Background: an optimization exercise with open tools, aiming at small area and a short achievable clock period. Do not read the settings as production practice.
RTL that was checked went through simulation tests only; none was proved equivalent to the original.

==> branch tundra: inputs <==
==> flow/design.v (excerpt) <==
module cast_unit (
    input  wire        clk,
    input  wire        rst,
    input  wire        in_valid,
    input  wire [5:0]  in_src_fmt,
    input  wire [5:0]  in_dst_fmt,
    input  wire [1:0]  in_round,
    input  wire        in_ovf,
    input  wire [31:0] in_code,
    input  wire [63:0] in_seed,
    input  wire [15:0] in_tag,
    input  wire [47:0] in_idx,
    output reg         out_valid,
    output reg  [31:0] out_code,
    output reg         out_sat,
    output reg         out_nan,
    output reg         out_err
);
export LEC_CHECK = 0
export CAP_MARGIN = 20
export CORE_MARGIN = 2
export CORE_UTILIZATION = 40
export SLEW_MARGIN = 20
create_clock -name core_clock -period 24.0 [get_ports {clk}]
standard.sh (not shown) runs the stock make flow with config.mk's settings and CLKGATE_MAP_FILE= SYNTH_SCRIPT=/design/flow/synth_recipe.tcl, a recipe that flattens the netlist after the stock synthesis.
==> flow/flow/run.sh <==
#!/bin/bash
# Own flow: the standard layout (standard.sh) with a different logic
# mapping step in synthesis; floorplan, placement, CTS and routing are the
# standard flow's, at the design's clock period and constraints.
#  - synthesis is ORFS synth.tcl run through synth_recipe.tcl as usual, except
#    that abc maps with flow/abc.script (area mapping under a delay target)
#    instead of abc_speed.script, and full/half-adder cells are not extracted
#    (ADDER_MAP_FILE empty). Registers are inferred before abc, so they are the
#    standard synthesis's.
#  - ABC_CLOCK_PERIOD_IN_PS is the delay target handed to abc's sizing.
#  - SETUP_SLACK_MARGIN=17.5
# make's output goes to make.log here; each ORFS step logs under orfs/logs.
set -euo pipefail
W=$PWD
sed 's|  log_cmd abc {\*}$abc_args|  set abc_args [lreplace $abc_args 1 1 '"$W"'/flow/abc.script]\n  log_cmd abc {*}$abc_args|' "$FLOW_HOME/scripts/synth.tcl" > "$W/flow_synth.tcl"
grep -q "flow/abc.script" "$W/flow_synth.tcl"
sed "s|\$::env(SCRIPTS_DIR)/synth.tcl|$W/flow_synth.tcl|" "$W/synth_recipe.tcl" > "$W/flow_synth_recipe.tcl"
grep -q flow_synth.tcl "$W/flow_synth_recipe.tcl"
sed "s|SYNTH_SCRIPT=[^ ]*|SYNTH_SCRIPT=$W/flow_synth_recipe.tcl|" "$W/standard.sh" > "$W/flow_standard.sh"
grep -q flow_synth_recipe.tcl "$W/flow_standard.sh"
bash "$W/flow_standard.sh" ADDER_MAP_FILE= ABC_CLOCK_PERIOD_IN_PS=5000 SETUP_SLACK_MARGIN=17.5 finish > "$W/make.log" 2>&1
==> flow/flow/abc.script <==
strash
dch -f
map -D 5000
topo
stime -c
buffer -c
upsize -c
dnsize -c
==> branch sierra (differences from branch tundra) <==
--- a/flow/design.v
+++ b/flow/design.v
@@ -166,44 +166,60 @@
     wire [3:0]  m_i4  = c[3:0] ^ ({4{c[3]}} & por[3:0]);
     wire [2:0]  m_i3  = c[2:0] ^ ({3{c[2]}} & por[2:0]);
     wire [1:0]  m_i2  = c[1:0] ^ ({2{c[1]}} & por[1:0]);
     wire [31:0] i_mag = ({32{sI32}} & m_i32) | ({32{sI16}} & {16'd0, m_i16}) |
                         ({32{sI8}} & {24'd0, m_i8}) | ({32{sU8}} & {24'd0, c[7:0]}) |
                         ({32{sI4}} & {28'd0, m_i4}) | ({32{sU4}} & {28'd0, c[3:0]}) |
                         ({32{sI3}} & {29'd0, m_i3}) | ({32{sI2}} & {30'd0, m_i2}) |
                         ({32{sTN}} & {31'd0, tern_n | tern_p}) | ({32{sMK}} & {31'd0, c[0]});
+    wire [7:0]  e31s = s_fl ? f_e : 8'd31;
     wire [31:0] f_in = s_fl ? {~f_efz, f_mf, 8'd0} : i_mag;
-    wire [4:0] lz, tz;
+    wire [4:0] lz;
     cast_unit_lzc lzc (.v(f_in), .n(lz));
-    cast_unit_lzc tzc (.v({f_in[0], f_in[1], f_in[2], f_in[3], f_in[4], f_in[5], f_in[6], f_in[7],
-                           f_in[8], f_in[9], f_in[10], f_in[11], f_in[12], f_in[13], f_in[14], f_in[15],
-                           f_in[16], f_in[17], f_in[18], f_in[19], f_in[20], f_in[21], f_in[22], f_in[23],
-                           f_in[24], f_in[25], f_in[26], f_in[27], f_in[28], f_in[29], f_in[30], f_in[31]}),
-                       .n(tz));
+    wire signed [9:0] e31 = {{2{e31s[7]}}, e31s};
+    wire dF32 = (a_dst == 6'h01), dB16 = (a_dst == 6'h02), dF16 = (a_dst == 6'h03);
+    wire dE43 = (a_dst == 6'h04), dE52 = (a_dst == 6'h05), dE32 = (a_dst == 6'h06);
+    wire dE23 = (a_dst == 6'h07), dE21 = (a_dst == 6'h08);
+    wire d_fl = dF32 | dB16 | dF16 | dE43 | dE52 | dE32 | dE23 | dE21;
+    wire [5:0] d_cm   = ({6{dF32}} & 6'd31) | ({6{dB16}} & 6'd47) | ({6{dF16}} & 6'd44) |
+                        ({6{dE43 | dE23}} & 6'd51) | ({6{dE52 | dE32}} & 6'd52) | ({6{dE21}} & 6'd53);
+    wire [6:0] d_bm   = ({7{dF32 | dB16}} & 7'd126) | ({7{dF16 | dE52}} & 7'd14) |
+                        ({7{dE43}} & 7'd6) | ({7{dE32}} & 7'd2);
+    wire signed [9:0] eb   = e31 + $signed({3'd0, d_bm});
+    wire              sub  = d_fl & ($signed({5'd0, lz}) > eb);
+    wire signed [9:0] t_i  = $signed(10'd54) - e31;
+    wire signed [9:0] t_f  = $signed({4'd0, d_cm}) - (sub ? eb : $signed({5'd0, lz}));
+    wire signed [9:0] t0   = d_fl ? t_f : t_i;
+    wire [6:0]        t    = t0[9] ? 7'd0 : (t0 > 10'sd70) ? 7'd127 : t0[6:0];
+    wire signed [9:0] lg   = e31 - $signed({5'd0, lz});
+    wire              big  = ~d_fl & (lg > $signed(10'd31));
+    wire signed [9:0] ebx  = eb - $signed({5'd0, lz}) + $signed(10'd1);    
     wire d_ok = (a_dst[5:3] == 3'b010) | (a_dst == 6'h18) | (a_dst == 6'h19) |
                 ((a_dst[5:4] == 2'b00) & (a_dst[3:0] != 4'd0) & (a_dst[3:0] <= 4'd8));
     reg        p_valid;
-    reg [31:0] p_fin;        
-    reg [7:0]  p_e31;
-    reg [4:0]  p_lz, p_tz;
+    reg [31:0] p_fin;
+    reg [6:0]  p_t;          
+    reg        p_sub, p_big;
+    reg [7:0]  p_ebx;
     reg        p_sgn, p_nan, p_inf, p_zero, p_err;
     reg [5:0]  p_dst;
     reg [1:0]  p_rnd;
     reg        p_ovf;
     reg [31:0] p_a, p_y;
     always @(posedge clk) begin
         if (rst)
             p_valid <= 1'b0;
         else
             p_valid <= a_valid;
         p_fin  <= f_in;
-        p_e31  <= s_fl ? f_e : 8'd31;
-        p_lz   <= lz;
-        p_tz   <= tz;
+        p_t    <= t;
+        p_sub  <= sub;
+        p_big  <= big;
+        p_ebx  <= ebx[7:0];
         p_sgn  <= s_fl ? f_sg : i_neg;
         p_nan  <= s_fl & fl_nan;
         p_inf  <= s_fl & fl_inf;
         p_zero <= ~(|f_in);
         p_err  <= ~(s_fl | s_in) | ~d_ok | (a_rnd == 2'd3);
         p_dst  <= a_dst;
         p_rnd  <= a_rnd;
         p_ovf  <= a_ovf;
@@ -212,72 +228,68 @@
     end
     wire [31:0] cs3  = p_a ^ K3;
     wire [31:0] cc3w = (K3 & (p_a | p_y)) | (~K3 & ~p_a & p_y);
     wire [31:0] a3, y3, cs4, a4, y4, cs5_u;
     wire [30:0] cc4, cc5_u;
     cast_unit_round #(.KN(K4)) rd3 (.cs(cs3), .cc(cc3w[30:0]), .y(p_y), .ao(a3), .yo(y3), .cso(cs4), .cco(cc4));
     cast_unit_round #(.KN(32'd0)) rd4 (.cs(cs4), .cc(cc4), .y(y3), .ao(a4), .yo(y4), .cso(cs5_u), .cco(cc5_u));
     wire [31:0] ev = ~a4 & y4;
-    wire [31:0] dsum;
-    cast_unit_add32 fin (.a(a4), .b(ev[30:0]), .s(dsum));
+    wire [31:0] e2 = {ev[30:0], 1'b0};
+    wire        c16;
+    cast_unit_cout32 co_l (.a({a4[15:0], 16'd0}), .b({e2[15:0], 16'd0}), .co(c16));
     wire [31:0]       f_v = p_fin;
-    wire signed [9:0] e31 = {{2{p_e31[7]}}, p_e31};
-    wire dF32 = (p_dst == 6'h01), dB16 = (p_dst == 6'h02), dF16 = (p_dst == 6'h03);
-    wire dE43 = (p_dst == 6'h04), dE52 = (p_dst == 6'h05), dE32 = (p_dst == 6'h06);
-    wire dE23 = (p_dst == 6'h07), dE21 = (p_dst == 6'h08);
-    wire d_fl = dF32 | dB16 | dF16 | dE43 | dE52 | dE32 | dE23 | dE21;
-    wire [5:0] d_cm   = ({6{dF32}} & 6'd31) | ({6{dB16}} & 6'd47) | ({6{dF16}} & 6'd44) |
-                        ({6{dE43 | dE23}} & 6'd51) | ({6{dE52 | dE32}} & 6'd52) | ({6{dE21}} & 6'd53);
-    wire [6:0] d_bm   = ({7{dF32 | dB16}} & 7'd126) | ({7{dF16 | dE52}} & 7'd14) |
-                        ({7{dE43}} & 7'd6) | ({7{dE32}} & 7'd2);
-    wire signed [9:0] eb   = e31 + $signed({3'd0, d_bm});
-    wire              sub  = d_fl & ($signed({5'd0, p_lz}) > eb);
-    wire signed [9:0] t_i  = $signed(10'd54) - e31;
-    wire signed [9:0] t_f  = $signed({4'd0, d_cm}) - (sub ? eb : $signed({5'd0, p_lz}));
-    wire signed [9:0] t0   = d_fl ? t_f : t_i;
-    wire [6:0]        t    = t0[9] ? 7'd0 : (t0 > 10'sd70) ? 7'd127 : t0[6:0];
+    wire [4:0] p_tz;
+    cast_unit_lzc tzc (.v({f_v[0], f_v[1], f_v[2], f_v[3], f_v[4], f_v[5], f_v[6], f_v[7],
+                           f_v[8], f_v[9], f_v[10], f_v[11], f_v[12], f_v[13], f_v[14], f_v[15],
+                           f_v[16], f_v[17], f_v[18], f_v[19], f_v[20], f_v[21], f_v[22], f_v[23],
+                           f_v[24], f_v[25], f_v[26], f_v[27], f_v[28], f_v[29], f_v[30], f_v[31]}),
+                       .n(p_tz));
     wire [47:0]       u;
-    cast_unit_shr shr (.v(f_v), .t(t), .u(u));
-    wire              lost = ($signed({5'd0, p_tz}) + $signed(10'd39) < t0);
-    wire signed [9:0] lg   = e31 - $signed({5'd0, p_lz});
-    wire              big  = ~d_fl & (lg > $signed(10'd31));
-    wire signed [9:0] ebx  = eb - $signed({5'd0, p_lz}) + $signed(10'd1);    
+    cast_unit_shr shr (.v(f_v), .t(p_t), .u(u));
+    wire              lost = ({2'b0, p_tz} + 7'd39 < p_t);
     reg        q_valid;
     reg [31:0] q_stp;
-    reg [15:0] q_f16, q_draw;
+    reg [15:0] q_f16, q_ah, q_eh;
+    reg        q_c16;
     reg        q_lost, q_rne, q_sr, q_rtz;
     reg        q_sgn, q_err, q_nan, q_inf, q_zero, q_big, q_sub, q_ovf;
     reg [5:0]  q_dst;
     reg [7:0]  q_ebx;
     always @(posedge clk) begin
         if (rst)
             q_valid <= 1'b0;
         else
             q_valid <= p_valid;
         q_stp  <= u[47:16];
         q_f16  <= u[15:0];
-        q_draw <= dsum[31:16];
+        q_ah   <= a4[31:16];
+        q_eh   <= e2[31:16];
+        q_c16  <= c16;
         q_lost <= lost;
         q_rne  <= (p_rnd == 2'd0);
         q_sr   <= (p_rnd == 2'd2);
         q_rtz  <= (p_rnd == 2'd1);
         q_sgn  <= p_sgn;
         q_err  <= p_err;
         q_nan  <= p_nan;
         q_inf  <= p_inf;
         q_zero <= p_zero;
-        q_big  <= big;
-        q_sub  <= sub;
+        q_big  <= p_big;
+        q_sub  <= p_sub;
         q_ovf  <= p_ovf;
         q_dst  <= p_dst;
-        q_ebx  <= ebx[7:0];
+        q_ebx  <= p_ebx;
     end
-    wire        sr_up;
-    cast_unit_cout32 co_t (.a({q_f16, 16'd0}), .b({q_draw, 16'd0}), .co(sr_up));
+    wire [15:0] ts = q_ah ^ q_eh ^ q_f16;
+    wire [15:0] tc = (q_ah & q_eh) | (q_ah & q_f16) | (q_eh & q_f16);
+    wire        c_s, c_t;
+    cast_unit_cout32 co_s (.a({q_ah, 1'b1, 15'd0}), .b({q_eh, q_c16, 15'd0}), .co(c_s));
+    cast_unit_cout32 co_t (.a({ts, 1'b1, 15'd0}), .b({tc[14:0], 1'b0, q_c16, 15'd0}), .co(c_t));
+    wire        sr_up = c_s ? (tc[15] & c_t) : (tc[15] ^ c_t);
     wire        rne_up = q_f16[15] & ((|q_f16[14:0]) | q_lost | q_stp[0]);
     wire        up     = (q_rne & rne_up) | (q_sr & sr_up);
     wire eF32 = (q_dst == 6'h01), eB16 = (q_dst == 6'h02), eF16 = (q_dst == 6'h03);
     wire eE43 = (q_dst == 6'h04), eE52 = (q_dst == 6'h05), eE32 = (q_dst == 6'h06);
     wire eE23 = (q_dst == 6'h07), eE21 = (q_dst == 6'h08);
     wire eI32 = (q_dst == 6'h10), eI16 = (q_dst == 6'h11), eI8  = (q_dst == 6'h12);
     wire eU8  = (q_dst == 6'h13), eI4  = (q_dst == 6'h14), eU4  = (q_dst == 6'h15);
     wire eI3  = (q_dst == 6'h16), eI2  = (q_dst == 6'h17), eTN  = (q_dst == 6'h18);
@@ -320,33 +332,30 @@
         if (inf_ok & eF32) ovf_code = sbit | 32'h7F80_0000;
         if (inf_ok & eB16) ovf_code = sbit | 32'h7F80;
         if (inf_ok & eF16) ovf_code = sbit | 32'h7C00;
         if (inf_ok & eE52) ovf_code = sbit | 32'h7C;
         if (inf_ok & eE43) ovf_code = sbit | 32'h7F;
         if (~e_fl) ovf_code = lim;
         if (eTN) ovf_code = q_sgn ? 32'd0 : 32'd2;
     end
-    wire [31:0] rc0, rc1;
-    wire        rs0, rs1;
-    cast_unit_pick p0 (.err(q_err), .mask(eMK), .nan(q_nan), .inf(q_inf), .zero(q_zero), .fl(e_fl), .tern(eTN),
-                       .sgn(q_sgn), .over(gt), .res(ma ^ ({32{neg}} & pand)), .r1(mag0[0]),
-                       .sbit(sbit), .wmask(wmask), .ovf_code(ovf_code), .code(rc0), .sat(rs0));
-    cast_unit_pick p1 (.err(q_err), .mask(eMK), .nan(q_nan), .inf(q_inf), .zero(q_zero), .fl(e_fl), .tern(eTN),
-                       .sgn(q_sgn), .over(gt | eq), .res(ma ^ ({32{~neg}} & pand)), .r1(1'b1),
-                       .sbit(sbit), .wmask(wmask), .ovf_code(ovf_code), .code(rc1), .sat(rs1));
+    wire [31:0] rc;
+    wire        rs;
+    cast_unit_pick pk (.err(q_err), .mask(eMK), .nan(q_nan), .inf(q_inf), .zero(q_zero), .fl(e_fl), .tern(eTN),
+                       .sgn(q_sgn), .over(gt | (eq & up)), .res(ma ^ ({32{up ^ neg}} & pand)), .r1(mag0[0] | up),
+                       .sbit(sbit), .wmask(wmask), .ovf_code(ovf_code), .code(rc), .sat(rs));
     wire [31:0] nan_code = ({32{eF32}} & 32'h7FC0_0000) | ({32{eB16}} & 32'h7FC0) | ({32{eF16}} & 32'h7E00) |
                            ({32{eE43}} & 32'h7F) | ({32{eE52}} & 32'h7E) | ({32{eTN}} & 32'd1);
     always @(posedge clk) begin
         if (rst)
             out_valid <= 1'b0;
         else
             out_valid <= q_valid;
-        out_code <= (~q_err & ~eMK & q_nan) ? nan_code : (up ? rc1 : rc0);
-        out_sat  <= up ? rs1 : rs0;
+        out_code <= (~q_err & ~eMK & q_nan) ? nan_code : rc;
+        out_sat  <= rs;
         out_nan  <= q_nan & ~q_err;
         out_err  <= q_err;
     end
 endmodule
 module cast_unit_pick (
     input  wire        err, mask, nan, inf, zero, fl, tern, sgn, over,
     input  wire [31:0] res,
     input  wire        r1,
==> flow/flow/run.sh (replaced) <==
#!/bin/bash
# Own flow: the standard layout (standard.sh) with a different logic
# mapping step in synthesis; floorplan, placement, CTS and routing are the
# standard flow's, at the design's clock period and constraints.
#  - synthesis is ORFS synth.tcl run through synth_recipe.tcl as usual, except
#    that abc maps with flow/abc.script (area mapping under a delay target)
#    instead of abc_speed.script, and full/half-adder cells are not extracted
#    (ADDER_MAP_FILE empty). Registers are inferred before abc, so they are the
#    standard synthesis's.
#  - ABC_CLOCK_PERIOD_IN_PS is the delay target handed to abc's sizing.
#  - SETUP_SLACK_MARGIN=18.3: timing repair aims for that much setup slack
#  - port buffers are sky130_fd_sc_hd__buf_2 (one per input and output port)
# make's output goes to make.log here; each ORFS step logs under orfs/logs.
set -euo pipefail
W=$PWD
sed 's|  log_cmd abc {\*}$abc_args|  set abc_args [lreplace $abc_args 1 1 '"$W"'/flow/abc.script]\n  log_cmd abc {*}$abc_args|' "$FLOW_HOME/scripts/synth.tcl" > "$W/flow_synth.tcl"
grep -q "flow/abc.script" "$W/flow_synth.tcl"
sed "s|\$::env(SCRIPTS_DIR)/synth.tcl|$W/flow_synth.tcl|" "$W/synth_recipe.tcl" > "$W/flow_synth_recipe.tcl"
grep -q flow_synth.tcl "$W/flow_synth_recipe.tcl"
sed "s|SYNTH_SCRIPT=[^ ]*|SYNTH_SCRIPT=$W/flow_synth_recipe.tcl|" "$W/standard.sh" > "$W/flow_standard.sh"
grep -q flow_synth_recipe.tcl "$W/flow_standard.sh"
bash "$W/flow_standard.sh" ADDER_MAP_FILE= ABC_CLOCK_PERIOD_IN_PS=4000 SETUP_SLACK_MARGIN=18.3 "BUFFER_PORTS_ARGS=-buffer_cell sky130_fd_sc_hd__buf_2" finish > "$W/make.log" 2>&1
==> flow/flow/abc.script (replaced) <==
strash
dch -f
map -D 4000
topo
stime -c
buffer -c
upsize -c
dnsize -c
==> flow/config.mk (replaced) <==
export PLATFORM = sky130hd
export DESIGN_NAME = cast_unit
export DESIGN_NICKNAME = cast_unit
export VERILOG_FILES = /design/flow/design.v
export SDC_FILE = /design/flow/constraint.sdc
export NUM_CORES = 4
export LEC_CHECK = 0
export CAP_MARGIN = 20
export CORE_MARGIN = 2
export CORE_UTILIZATION = 65
export CTS_CLUSTER_DIAMETER = 150
export CTS_CLUSTER_SIZE = 20
export SLEW_MARGIN = 20
==> branch lagoon (differences from branch tundra) <==
--- a/flow/design.v
+++ b/flow/design.v
@@ -212,18 +212,19 @@
     end
     wire [31:0] cs3  = p_a ^ K3;
     wire [31:0] cc3w = (K3 & (p_a | p_y)) | (~K3 & ~p_a & p_y);
     wire [31:0] a3, y3, cs4, a4, y4, cs5_u;
     wire [30:0] cc4, cc5_u;
     cast_unit_round #(.KN(K4)) rd3 (.cs(cs3), .cc(cc3w[30:0]), .y(p_y), .ao(a3), .yo(y3), .cso(cs4), .cco(cc4));
     cast_unit_round #(.KN(32'd0)) rd4 (.cs(cs4), .cc(cc4), .y(y3), .ao(a4), .yo(y4), .cso(cs5_u), .cco(cc5_u));
     wire [31:0] ev = ~a4 & y4;
-    wire [31:0] dsum;
-    cast_unit_add32 fin (.a(a4), .b(ev[30:0]), .s(dsum));
+    wire [31:0] e2 = {ev[30:0], 1'b0};
+    wire        c16;
+    cast_unit_cout32 co_l (.a({a4[15:0], 16'd0}), .b({e2[15:0], 16'd0}), .co(c16));
     wire [31:0]       f_v = p_fin;
     wire signed [9:0] e31 = {{2{p_e31[7]}}, p_e31};
     wire dF32 = (p_dst == 6'h01), dB16 = (p_dst == 6'h02), dF16 = (p_dst == 6'h03);
     wire dE43 = (p_dst == 6'h04), dE52 = (p_dst == 6'h05), dE32 = (p_dst == 6'h06);
     wire dE23 = (p_dst == 6'h07), dE21 = (p_dst == 6'h08);
     wire d_fl = dF32 | dB16 | dF16 | dE43 | dE52 | dE32 | dE23 | dE21;
     wire [5:0] d_cm   = ({6{dF32}} & 6'd31) | ({6{dB16}} & 6'd47) | ({6{dF16}} & 6'd44) |
                         ({6{dE43 | dE23}} & 6'd51) | ({6{dE52 | dE32}} & 6'd52) | ({6{dE21}} & 6'd53);
@@ -238,46 +239,53 @@
     wire [47:0]       u;
     cast_unit_shr shr (.v(f_v), .t(t), .u(u));
     wire              lost = ($signed({5'd0, p_tz}) + $signed(10'd39) < t0);
     wire signed [9:0] lg   = e31 - $signed({5'd0, p_lz});
     wire              big  = ~d_fl & (lg > $signed(10'd31));
     wire signed [9:0] ebx  = eb - $signed({5'd0, p_lz}) + $signed(10'd1);    
     reg        q_valid;
     reg [31:0] q_stp;
-    reg [15:0] q_f16, q_draw;
+    reg [15:0] q_f16, q_ah, q_eh;
+    reg        q_c16;
     reg        q_lost, q_rne, q_sr, q_rtz;
     reg        q_sgn, q_err, q_nan, q_inf, q_zero, q_big, q_sub, q_ovf;
     reg [5:0]  q_dst;
     reg [7:0]  q_ebx;
     always @(posedge clk) begin
         if (rst)
             q_valid <= 1'b0;
         else
             q_valid <= p_valid;
         q_stp  <= u[47:16];
         q_f16  <= u[15:0];
-        q_draw <= dsum[31:16];
+        q_ah   <= a4[31:16];
+        q_eh   <= e2[31:16];
+        q_c16  <= c16;
         q_lost <= lost;
         q_rne  <= (p_rnd == 2'd0);
         q_sr   <= (p_rnd == 2'd2);
         q_rtz  <= (p_rnd == 2'd1);
         q_sgn  <= p_sgn;
         q_err  <= p_err;
         q_nan  <= p_nan;
         q_inf  <= p_inf;
         q_zero <= p_zero;
         q_big  <= big;
         q_sub  <= sub;
         q_ovf  <= p_ovf;
         q_dst  <= p_dst;
         q_ebx  <= ebx[7:0];
     end
-    wire        sr_up;
-    cast_unit_cout32 co_t (.a({q_f16, 16'd0}), .b({q_draw, 16'd0}), .co(sr_up));
+    wire [15:0] ts = q_ah ^ q_eh ^ q_f16;
+    wire [15:0] tc = (q_ah & q_eh) | (q_ah & q_f16) | (q_eh & q_f16);
+    wire        c_s, c_t;
+    cast_unit_cout32 co_s (.a({q_ah, 1'b1, 15'd0}), .b({q_eh, q_c16, 15'd0}), .co(c_s));
+    cast_unit_cout32 co_t (.a({ts, 1'b1, 15'd0}), .b({tc[14:0], 1'b0, q_c16, 15'd0}), .co(c_t));
+    wire        sr_up = c_s ? (tc[15] & c_t) : (tc[15] ^ c_t);
     wire        rne_up = q_f16[15] & ((|q_f16[14:0]) | q_lost | q_stp[0]);
     wire        up     = (q_rne & rne_up) | (q_sr & sr_up);
     wire eF32 = (q_dst == 6'h01), eB16 = (q_dst == 6'h02), eF16 = (q_dst == 6'h03);
     wire eE43 = (q_dst == 6'h04), eE52 = (q_dst == 6'h05), eE32 = (q_dst == 6'h06);
     wire eE23 = (q_dst == 6'h07), eE21 = (q_dst == 6'h08);
     wire eI32 = (q_dst == 6'h10), eI16 = (q_dst == 6'h11), eI8  = (q_dst == 6'h12);
     wire eU8  = (q_dst == 6'h13), eI4  = (q_dst == 6'h14), eU4  = (q_dst == 6'h15);
     wire eI3  = (q_dst == 6'h16), eI2  = (q_dst == 6'h17), eTN  = (q_dst == 6'h18);
==> flow/flow/run.sh (replaced) <==
#!/bin/bash
# Own flow: the standard layout (standard.sh) with a different logic
# mapping step in synthesis; floorplan, placement, CTS and routing are the
# standard flow's, at the design's clock period and constraints.
#  - synthesis is ORFS synth.tcl run through synth_recipe.tcl as usual, except
#    that abc maps with flow/abc.script (area mapping under a delay target)
#    instead of abc_speed.script, and full/half-adder cells are not extracted
#    (ADDER_MAP_FILE empty). Registers are inferred before abc, so they are the
#    standard synthesis's.
#  - ABC_CLOCK_PERIOD_IN_PS is the delay target handed to abc's sizing.
#  - SETUP_SLACK_MARGIN=18.2: timing repair aims for that much setup slack
#  - port buffers are sky130_fd_sc_hd__buf_2 (one per input and output port)
# make's output goes to make.log here; each ORFS step logs under orfs/logs.
set -euo pipefail
W=$PWD
sed 's|  log_cmd abc {\*}$abc_args|  set abc_args [lreplace $abc_args 1 1 '"$W"'/flow/abc.script]\n  log_cmd abc {*}$abc_args|' "$FLOW_HOME/scripts/synth.tcl" > "$W/flow_synth.tcl"
grep -q "flow/abc.script" "$W/flow_synth.tcl"
sed "s|\$::env(SCRIPTS_DIR)/synth.tcl|$W/flow_synth.tcl|" "$W/synth_recipe.tcl" > "$W/flow_synth_recipe.tcl"
grep -q flow_synth.tcl "$W/flow_synth_recipe.tcl"
sed "s|SYNTH_SCRIPT=[^ ]*|SYNTH_SCRIPT=$W/flow_synth_recipe.tcl|" "$W/standard.sh" > "$W/flow_standard.sh"
grep -q flow_synth_recipe.tcl "$W/flow_standard.sh"
bash "$W/flow_standard.sh" ADDER_MAP_FILE= ABC_CLOCK_PERIOD_IN_PS=4000 SETUP_SLACK_MARGIN=18.2 "BUFFER_PORTS_ARGS=-buffer_cell sky130_fd_sc_hd__buf_2" finish > "$W/make.log" 2>&1
==> flow/flow/abc.script (replaced) <==
strash
dch -f
map -D 4000
topo
stime -c
buffer -c
upsize -c
dnsize -c
==> results.txt <==
item	branch sierra	branch tundra	branch lagoon
Via-per-instance ratio	5.75	5.28	5.32
CTS sink count	384	368	385
Clock-pin slew reported for the worst setup and hold paths after clock tree synthesis	0.08 ns	0.06 ns	0.07 ns
Status	timing/DRC/antenna clean	timing/DRC/antenna clean	timing/DRC/antenna clean
Worst min-delay path endpoint	q_dst[1]	p_ovf	q_zero
CP max-delay cell	sky130_fd_sc_hd__dfxtp_4	sky130_fd_sc_hd__dfxtp_4	sky130_fd_sc_hd__o41ai_4
Data-path buffer share of cell area in the final layout	6.25%	9.37%	6.93%
Worst slew margin relative to its limit	33.1%	44.9%	25.0%
Dpl hpwl	64.7 mm	74.9 mm	76.7 mm
Min Hold Slack	0.329 ns	0.325 ns	0.326 ns
Met2 wire length	37.9 mm	42.3 mm	44.4 mm
No functional check of the RTL was part of branch lagoon.

## re-timing with driven ports
The results above use ideal ports. As a check the final layouts listed here were re-extracted and re-timed, cells and wires unchanged.
Step 1: set_driving_cell puts a clkbuf_16 on clk and a buf_2 on each other input, an assumption about the parent block.
Step 2 times the ports against the registers' clock, not the clock port: input delays grow and output delays shrink by t, the midpoint of the rising clock arrivals with the driver on.
Slacks: ideal ports / drivers / drivers and shift; pairs: ideal ports / drivers.
| run | t (ns) | setup slack, ns | worst setup path at the end | worst slew at a driven data input, ns | pins driven straight from the clock port |
|---|---|---|---|---|---|
| branch tundra | 0.645 | 17.559 / 17.559 / 17.559 | register to register | 0.05 | 1 |
| branch sierra | 0.621 | 18.142 / 18.142 / 18.142 | register to register | 0.07 | 1 |
| branch lagoon | 0.649 | 18.002 / 18.002 / 18.002 | register to register | 0.05 | 1 |
After both steps setup and hold are still met in every run listed.
